This is an optimization exercise on Yosys and OpenROAD, whose aim is small area, a short achievable clock period and few clock cycles per item, not a production implementation. RTL that was checked went through simulation tests only; none was proved equivalent to the original.

Setup of before:
==> flow/design.v <==
module fq_muldiv32 (
    input  wire        clk,
    input  wire        rst,
    input  wire        in_valid,
    output wire        in_ready,
    input  wire [2:0]  fn,
    input  wire [31:0] a,
    input  wire [31:0] b,
    output reg         out_valid,
    output reg  [31:0] out_result
);
    reg        s_mul, s_divb, s_div, rdy, first;
    reg [32:0] X;           
    reg [33:0] Y;           
    reg [33:0] R;           
    reg [31:0] L;           
    reg [4:0]  cnt;         
    reg [2:0]  mtot;        
    reg        hi;          
    reg        want_rem, dneg;
    reg        an, bn;      
    reg [5:0]  lza, lzb;    
    reg        o_mul, o_div, o_hi, o_rem, o_neg;
    reg [2:0]  o_mtot;
    assign in_ready = rdy;
    wire accept = in_valid & rdy;
    wire last   = (cnt == 5'd1);
    wire a_sx = (fn == 3'd0) | (fn == 3'd1) | (fn == 3'd3);
    wire b_sx = (fn == 3'd0) | (fn == 3'd1);
    wire e_a  = a_sx & a[31];
    wire e_b  = b_sx & b[31];
    wire f1 = (b[31:7]  == {25{e_b}});
    wire f2 = (b[31:15] == {17{e_b}});
    wire f3 = (b[31:23] == {9{e_b}});
    wire f4 = (b[31] == e_b);
    wire g1 = (a[31:7]  == {25{e_a}});
    wire g2 = (a[31:15] == {17{e_a}});
    wire swap = ~fn[2] & ((g1 & ~f1) | (g2 & ~f2));
    wire [2:0] m_in = swap ? (g1 ? 3'd1 : 3'd2) :
                      f1 ? 3'd1 : f2 ? 3'd2 : f3 ? 3'd3 : f4 ? 3'd4 : 3'd5;
    wire an_in = fn[2] & ~fn[0] & a[31];
    wire bn_in = fn[2] & ~fn[0] & b[31];
    wire [31:0] a1 = a ^ {32{an_in}};
    wire [31:0] b1 = b ^ {32{bn_in}};
    wire [32:0] mx_in = swap ? {e_b, b} : {e_a, a1};
    wire [32:0] my_in = swap ? {e_a, a} : {e_b, b1};
    wire bz_in = (b == 32'd0);
    wire fq_in = bz_in |
                 ((a1[31:3]  == 29'd0) & (b1[31:4]  != 28'd0)) |
                 ((a1[31:7]  == 25'd0) & (b1[31:8]  != 24'd0)) |
                 ((a1[31:11] == 21'd0) & (b1[31:12] != 20'd0)) |
                 ((a1[31:15] == 17'd0) & (b1[31:16] != 16'd0)) |
                 ((a1[31:19] == 13'd0) & (b1[31:20] != 12'd0)) |
                 ((a1[31:23] == 9'd0)  & (b1[31:24] != 8'd0))  |
                 ((a1[31:27] == 5'd0)  & (b1[31:28] != 4'd0));
    reg  [3:0] bneg, bone, btwo;
    wire [8:0] yd_n = accept ? {my_in[7:0], 1'b0} : Y[16:8];
    reg  [3:0] bneg_n, bone_n, btwo_n;
    integer k;
    always @(*) begin
        for (k = 0; k < 4; k = k + 1) begin
            bone_n[k] = yd_n[2*k+1] ^ yd_n[2*k];
            btwo_n[k] = (yd_n[2*k+2] ^ yd_n[2*k+1]) & ~(yd_n[2*k+1] ^ yd_n[2*k]);
            bneg_n[k] = yd_n[2*k+2] & ~(yd_n[2*k+1] & yd_n[2*k]);
        end
    end
    wire [33:0] ppx [0:3];
    genvar j;
    generate
        for (j = 0; j < 4; j = j + 1) begin : g_booth
            wire [33:0] sel = ({34{bone[j]}} & {X[32], X}) | ({34{btwo[j]}} & {X, 1'b0});
            assign ppx[j] = sel ^ {34{bneg[j]}};
        end
    endgenerate
    wire [33:0] acc = first ? 34'd0 : R;
    wire [41:0] sum = {{8{acc[33]}}, acc}
                    + {{8{ppx[0][33]}}, ppx[0]}
                    + {{6{ppx[1][33]}}, ppx[1], 2'b0}
                    + {{4{ppx[2][33]}}, ppx[2], 4'b0}
                    + {{2{ppx[3][33]}}, ppx[3], 6'b0}
                    + {35'd0, bneg[3], 1'b0, bneg[2], 1'b0, bneg[1], 1'b0, bneg[0]};
    function [5:0] clz32(input [31:0] v);
        reg [1:0] c2 [0:15];
        reg [2:0] c4 [0:7];
        reg [3:0] c8 [0:3];
        reg [4:0] c16 [0:1];
        reg [15:0] z2;
        reg [7:0] z4;
        reg [3:0] z8;
        reg [1:0] z16;
        integer i;
        begin
            for (i = 0; i < 16; i = i + 1) begin
                z2[i] = ~(v[2*i+1] | v[2*i]);
                c2[i] = {1'b0, ~v[2*i+1]};
            end
            for (i = 0; i < 8; i = i + 1) begin
                z4[i] = z2[2*i+1] & z2[2*i];
                c4[i] = z2[2*i+1] ? {2'b01, c2[2*i][0]} : {1'b0, c2[2*i+1]};
            end
            for (i = 0; i < 4; i = i + 1) begin
                z8[i] = z4[2*i+1] & z4[2*i];
                c8[i] = z4[2*i+1] ? {2'b01, c4[2*i][1:0]} : {1'b0, c4[2*i+1]};
            end
            for (i = 0; i < 2; i = i + 1) begin
                z16[i] = z8[2*i+1] & z8[2*i];
                c16[i] = z8[2*i+1] ? {2'b01, c8[2*i][2:0]} : {1'b0, c8[2*i+1]};
            end
            if (z16[1] & z16[0])
                clz32 = 6'd32;
            else
                clz32 = z16[1] ? {2'b01, c16[0][3:0]} : {1'b0, c16[1]};
        end
    endfunction
    wire [31:0] da = X[31:0];                   
    wire [31:0] db = Y[32:1];                   
    wire [31:0] aa = da + {31'd0, an};
    wire [31:0] ab = db + {31'd0, bn};
    wire        bz  = (db == 32'd0) & ~bn;
    wire [6:0]  tsh = 7'd31 + {1'b0, lza} - {6'd0, an} - {1'b0, lzb};    
    wire        fin = bz | (tsh[6:5] == 2'b01);   
    wire [4:0]  sh  = tsh[6] ? 5'd0 : {tsh[4:1], 1'b0};
    wire [63:0] ash = {32'd0, aa} << sh;
    wire [4:0]  kdiv = 5'd16 - {1'b0, sh[4:1]};
    wire [31:0] d   = X[31:0];
    wire [35:0] w   = {2'b00, R[31:0], L[31:30]};
    wire [35:0] c1  = w - {4'd0, d};
    wire [35:0] c2  = w - {3'd0, d, 1'b0};
    wire [35:0] c3  = w - {2'd0, Y};
    wire [1:0]  qd  = !c3[35] ? 2'd3 : !c2[35] ? 2'd2 : !c1[35] ? 2'd1 : 2'd0;
    wire [31:0] r2  = !c3[35] ? c3[31:0] : !c2[35] ? c2[31:0] : !c1[35] ? c1[31:0] : w[31:0];
    reg [31:0] mul_res;
    always @(*) begin
        if (!o_hi) begin
            case (o_mtot)
                3'd1:    mul_res = {R[23:0], L[31:24]};
                3'd2:    mul_res = {R[15:0], L[31:16]};
                3'd3:    mul_res = {R[7:0], L[31:8]};
                default: mul_res = L;
            endcase
        end else begin
            case (o_mtot)
                3'd1:    mul_res = {{22{R[33]}}, R[33:24]};
                3'd2:    mul_res = {{14{R[33]}}, R[33:16]};
                3'd3:    mul_res = {{6{R[33]}}, R[33:8]};
                3'd4:    mul_res = R[31:0];
                default: mul_res = {R[23:0], L[31:24]};
            endcase
        end
    end
    wire [31:0] dv      = o_rem ? R[31:0] : L;
    wire [31:0] div_res = o_neg ? (~dv + 32'd1) : dv;
    always @(posedge clk) begin
        if (rst) begin
            s_mul     <= 1'b0;
            s_divb    <= 1'b0;
            s_div     <= 1'b0;
            rdy       <= 1'b1;
            o_mul     <= 1'b0;
            o_div     <= 1'b0;
            out_valid <= 1'b0;
        end else begin
            out_valid <= o_mul | o_div;
            o_mul     <= s_mul & last;
            o_div     <= (s_div & last) | (s_divb & fin);
            if (s_mul & last)  s_mul  <= 1'b0;
            if (s_divb)        s_divb <= 1'b0;
            if (s_divb & !fin) s_div  <= 1'b1;
            if (s_div & last)  s_div  <= 1'b0;
            if (accept) begin
                s_mul  <= ~fn[2];
                s_divb <= fn[2];
            end
            if (accept)
                rdy <= fn[2] ? fq_in : (m_in == 3'd1);
            else if ((s_mul | s_div) & !last)
                rdy <= (cnt == 5'd2);
            else if (s_divb)
                rdy <= fin | (kdiv == 5'd1);
            else
                rdy <= 1'b1;
        end
    end
    always @(posedge clk) begin
        out_result <= o_mul ? mul_res : div_res;
        if (s_mul & last) begin
            o_mtot <= mtot;
            o_hi   <= hi;
        end
        if ((s_div & last) | s_divb) begin
            o_rem <= want_rem;
            o_neg <= s_divb ? (want_rem ? an : (an ^ bn) & !bz) : dneg;
        end
        first <= accept;
        if (accept)
            Y <= {my_in, 1'b0};
        else if (s_divb)
            Y <= {2'b00, ab} + {1'b0, ab, 1'b0};
        else if (!s_div)
            Y <= {{8{Y[33]}}, Y[33:8]};
        bneg  <= bneg_n;
        bone  <= bone_n;
        btwo  <= btwo_n;
        if (accept) begin
            X        <= mx_in;
            cnt      <= {2'b00, m_in};
            mtot     <= m_in;
            hi       <= (fn[1:0] != 2'd0);
            want_rem <= fn[1];
            an       <= an_in;
            lza      <= clz32(a1);
            lzb      <= clz32(b1);
            bn       <= bn_in;
        end else if (s_mul) begin
            cnt <= cnt - 5'd1;
        end else if (s_divb) begin
            X    <= {1'b0, ab};
            cnt  <= kdiv;
            dneg <= want_rem ? an : (an ^ bn);
        end else if (s_div) begin
            cnt <= cnt - 5'd1;
        end
        if (s_mul) begin
            R <= sum[41:8];
            L <= {sum[7:0], L[31:8]};
        end else if (s_divb) begin
            R <= {2'b00, fin ? aa : ash[63:32]};
            L <= fin ? {32{bz}} : ash[31:0];
        end else begin
            R <= {2'b00, r2};
            L <= {L[29:0], qd};
        end
    end
endmodule
Settings: LEC_CHECK=0, CAP_MARGIN=70, CORE_MARGIN=2, CORE_UTILIZATION=40, SLEW_MARGIN=70; clock period 15.0 ns.
standard.sh (not shown) runs the stock make flow with config.mk's settings and CLKGATE_MAP_FILE= SYNTH_SCRIPT=/design/flow/synth_recipe.tcl, a recipe that flattens the netlist after the stock synthesis.
==> flow/flow/run.sh <==
#!/bin/bash
# Standard layout, with the timing repair steps asked to leave extra setup slack.
set -euo pipefail
export SETUP_SLACK_MARGIN=10
bash standard.sh > standard_flow.log 2>&1
diff inputs: before => after
diff --git a/flow/design.v b/flow/design.v
--- a/flow/design.v
+++ b/flow/design.v
@@ -14,15 +14,13 @@
     reg [33:0] Y;           
     reg [33:0] R;           
     reg [31:0] L;           
     reg [4:0]  cnt;         
     reg [2:0]  mtot;        
     reg        hi;          
-    reg        want_rem, dneg;
-    reg        an, bn;      
-    reg [5:0]  lza, lzb;    
+    reg        want_rem, dsgn, dneg;
     reg        o_mul, o_div, o_hi, o_rem, o_neg;
     reg [2:0]  o_mtot;
     assign in_ready = rdy;
     wire accept = in_valid & rdy;
     wire last   = (cnt == 5'd1);
     wire a_sx = (fn == 3'd0) | (fn == 3'd1) | (fn == 3'd3);
@@ -35,18 +33,16 @@
     wire f4 = (b[31] == e_b);
     wire g1 = (a[31:7]  == {25{e_a}});
     wire g2 = (a[31:15] == {17{e_a}});
     wire swap = ~fn[2] & ((g1 & ~f1) | (g2 & ~f2));
     wire [2:0] m_in = swap ? (g1 ? 3'd1 : 3'd2) :
                       f1 ? 3'd1 : f2 ? 3'd2 : f3 ? 3'd3 : f4 ? 3'd4 : 3'd5;
-    wire an_in = fn[2] & ~fn[0] & a[31];
-    wire bn_in = fn[2] & ~fn[0] & b[31];
-    wire [31:0] a1 = a ^ {32{an_in}};
-    wire [31:0] b1 = b ^ {32{bn_in}};
-    wire [32:0] mx_in = swap ? {e_b, b} : {e_a, a1};
-    wire [32:0] my_in = swap ? {e_a, a} : {e_b, b1};
+    wire [32:0] mx_in = swap ? {e_b, b} : {e_a, a};
+    wire [32:0] my_in = swap ? {e_a, a} : {e_b, b};
+    wire [31:0] a1 = a ^ {32{~fn[0] & a[31]}};
+    wire [31:0] b1 = b ^ {32{~fn[0] & b[31]}};
     wire bz_in = (b == 32'd0);
     wire fq_in = bz_in |
                  ((a1[31:3]  == 29'd0) & (b1[31:4]  != 28'd0)) |
                  ((a1[31:7]  == 25'd0) & (b1[31:8]  != 24'd0)) |
                  ((a1[31:11] == 21'd0) & (b1[31:12] != 20'd0)) |
                  ((a1[31:15] == 17'd0) & (b1[31:16] != 16'd0)) |
@@ -109,29 +105,35 @@
             if (z16[1] & z16[0])
                 clz32 = 6'd32;
             else
                 clz32 = z16[1] ? {2'b01, c16[0][3:0]} : {1'b0, c16[1]};
         end
     endfunction
-    wire [31:0] da = X[31:0];                   
-    wire [31:0] db = Y[32:1];                   
-    wire [31:0] aa = da + {31'd0, an};
-    wire [31:0] ab = db + {31'd0, bn};
-    wire        bz  = (db == 32'd0) & ~bn;
+    wire [31:0] da = X[31:0];
+    wire [31:0] db = Y[32:1];
+    wire        an = dsgn & da[31];
+    wire        bn = dsgn & db[31];
+    wire [31:0] aa = an ? (~da + 32'd1) : da;
+    wire [31:0] ab = bn ? (~db + 32'd1) : db;
+    wire [5:0]  lza = clz32(da ^ {32{an}});
+    wire [5:0]  lzb = clz32(db ^ {32{bn}});
+    wire        bz  = (db == 32'd0);
     wire [6:0]  tsh = 7'd31 + {1'b0, lza} - {6'd0, an} - {1'b0, lzb};    
     wire        fin = bz | (tsh[6:5] == 2'b01);   
     wire [4:0]  sh  = tsh[6] ? 5'd0 : {tsh[4:1], 1'b0};
     wire [63:0] ash = {32'd0, aa} << sh;
     wire [4:0]  kdiv = 5'd16 - {1'b0, sh[4:1]};
     wire [31:0] d   = X[31:0];
-    wire [35:0] w   = {2'b00, R[31:0], L[31:30]};
-    wire [35:0] c1  = w - {4'd0, d};
-    wire [35:0] c2  = w - {3'd0, d, 1'b0};
-    wire [35:0] c3  = w - {2'd0, Y};
-    wire [1:0]  qd  = !c3[35] ? 2'd3 : !c2[35] ? 2'd2 : !c1[35] ? 2'd1 : 2'd0;
-    wire [31:0] r2  = !c3[35] ? c3[31:0] : !c2[35] ? c2[31:0] : !c1[35] ? c1[31:0] : w[31:0];
+    wire [32:0] rs1 = {R[31:0], L[31]};
+    wire [33:0] t1  = {1'b0, rs1} - {2'b0, d};
+    wire        q1  = ~t1[33];
+    wire [31:0] r1  = q1 ? t1[31:0] : rs1[31:0];
+    wire [32:0] rs2 = {r1, L[30]};
+    wire [33:0] t2  = {1'b0, rs2} - {2'b0, d};
+    wire        q2  = ~t2[33];
+    wire [31:0] r2  = q2 ? t2[31:0] : rs2[31:0];
     reg [31:0] mul_res;
     always @(*) begin
         if (!o_hi) begin
             case (o_mtot)
                 3'd1:    mul_res = {R[23:0], L[31:24]};
                 3'd2:    mul_res = {R[15:0], L[31:16]};
@@ -189,31 +191,23 @@
         end
         if ((s_div & last) | s_divb) begin
             o_rem <= want_rem;
             o_neg <= s_divb ? (want_rem ? an : (an ^ bn) & !bz) : dneg;
         end
         first <= accept;
-        if (accept)
-            Y <= {my_in, 1'b0};
-        else if (s_divb)
-            Y <= {2'b00, ab} + {1'b0, ab, 1'b0};
-        else if (!s_div)
-            Y <= {{8{Y[33]}}, Y[33:8]};
+        Y     <= accept ? {my_in, 1'b0} : {{8{Y[33]}}, Y[33:8]};
         bneg  <= bneg_n;
         bone  <= bone_n;
         btwo  <= btwo_n;
         if (accept) begin
             X        <= mx_in;
             cnt      <= {2'b00, m_in};
             mtot     <= m_in;
             hi       <= (fn[1:0] != 2'd0);
             want_rem <= fn[1];
-            an       <= an_in;
-            lza      <= clz32(a1);
-            lzb      <= clz32(b1);
-            bn       <= bn_in;
+            dsgn     <= ~fn[0];
         end else if (s_mul) begin
             cnt <= cnt - 5'd1;
         end else if (s_divb) begin
             X    <= {1'b0, ab};
             cnt  <= kdiv;
             dneg <= want_rem ? an : (an ^ bn);
@@ -225,10 +219,10 @@
             L <= {sum[7:0], L[31:8]};
         end else if (s_divb) begin
             R <= {2'b00, fin ? aa : ash[63:32]};
             L <= fin ? {32{bz}} : ash[31:0];
         end else begin
             R <= {2'b00, r2};
-            L <= {L[29:0], qd};
+            L <= {L[29:0], q1, q2};
         end
     end
 endmodule
- Post-placement worst setup slack (after over before): decrease, 190 ps
- Cmp after vs before: final estimated routing congestion in global placement lower in after
- Compared with before, after shows global-route usage lower by 1.3 points.
- Going from before to after, number of inserted filler cells in the final layout shrinks by about 22%.
- Final cell count: lower on after
- Going from before to after, number of clock buffer instances in the layout rose about 16%, multi-input combinational cell count fell 691, sequential share of layout area fell 0.94 points.
Testbench counts of after, summed over its fixed seeds: cycles 39,819, items 12,000.
For before, only the layout was checked, not whether the RTL still works.

[port drivers added, routing unchanged]
The results above use ideal ports. As a check the final layouts listed here were re-extracted and re-timed, cells and wires unchanged. Step 1, drivers: a clkbuf_16 drives clk and a buf_2 each remaining input, both assumed. Step 2 also shifts input and output timing later by t, the mid clock arrival at the registers, as if the neighbouring blocks saw the same clock. Three values: ideal ports, drivers, drivers and shift; two values: the first two.
run | t (ns) | setup WS [ns] | worst setup path at the end | worst register clock-pin slew, ns | pins driven straight from the clock port
before | 0.661 | 9.887 / 9.884 / 9.223 | input to register | 0.08 / 0.08 | 1
after | 0.649 | 9.097 / 9.097 / 8.843 | input to register | 0.07 / 0.07 | 1
After both steps setup and hold are still met in every run listed. The setup slack of before, which loses most, moves by -0.003 ns with the drivers and by -0.664 ns with both steps.
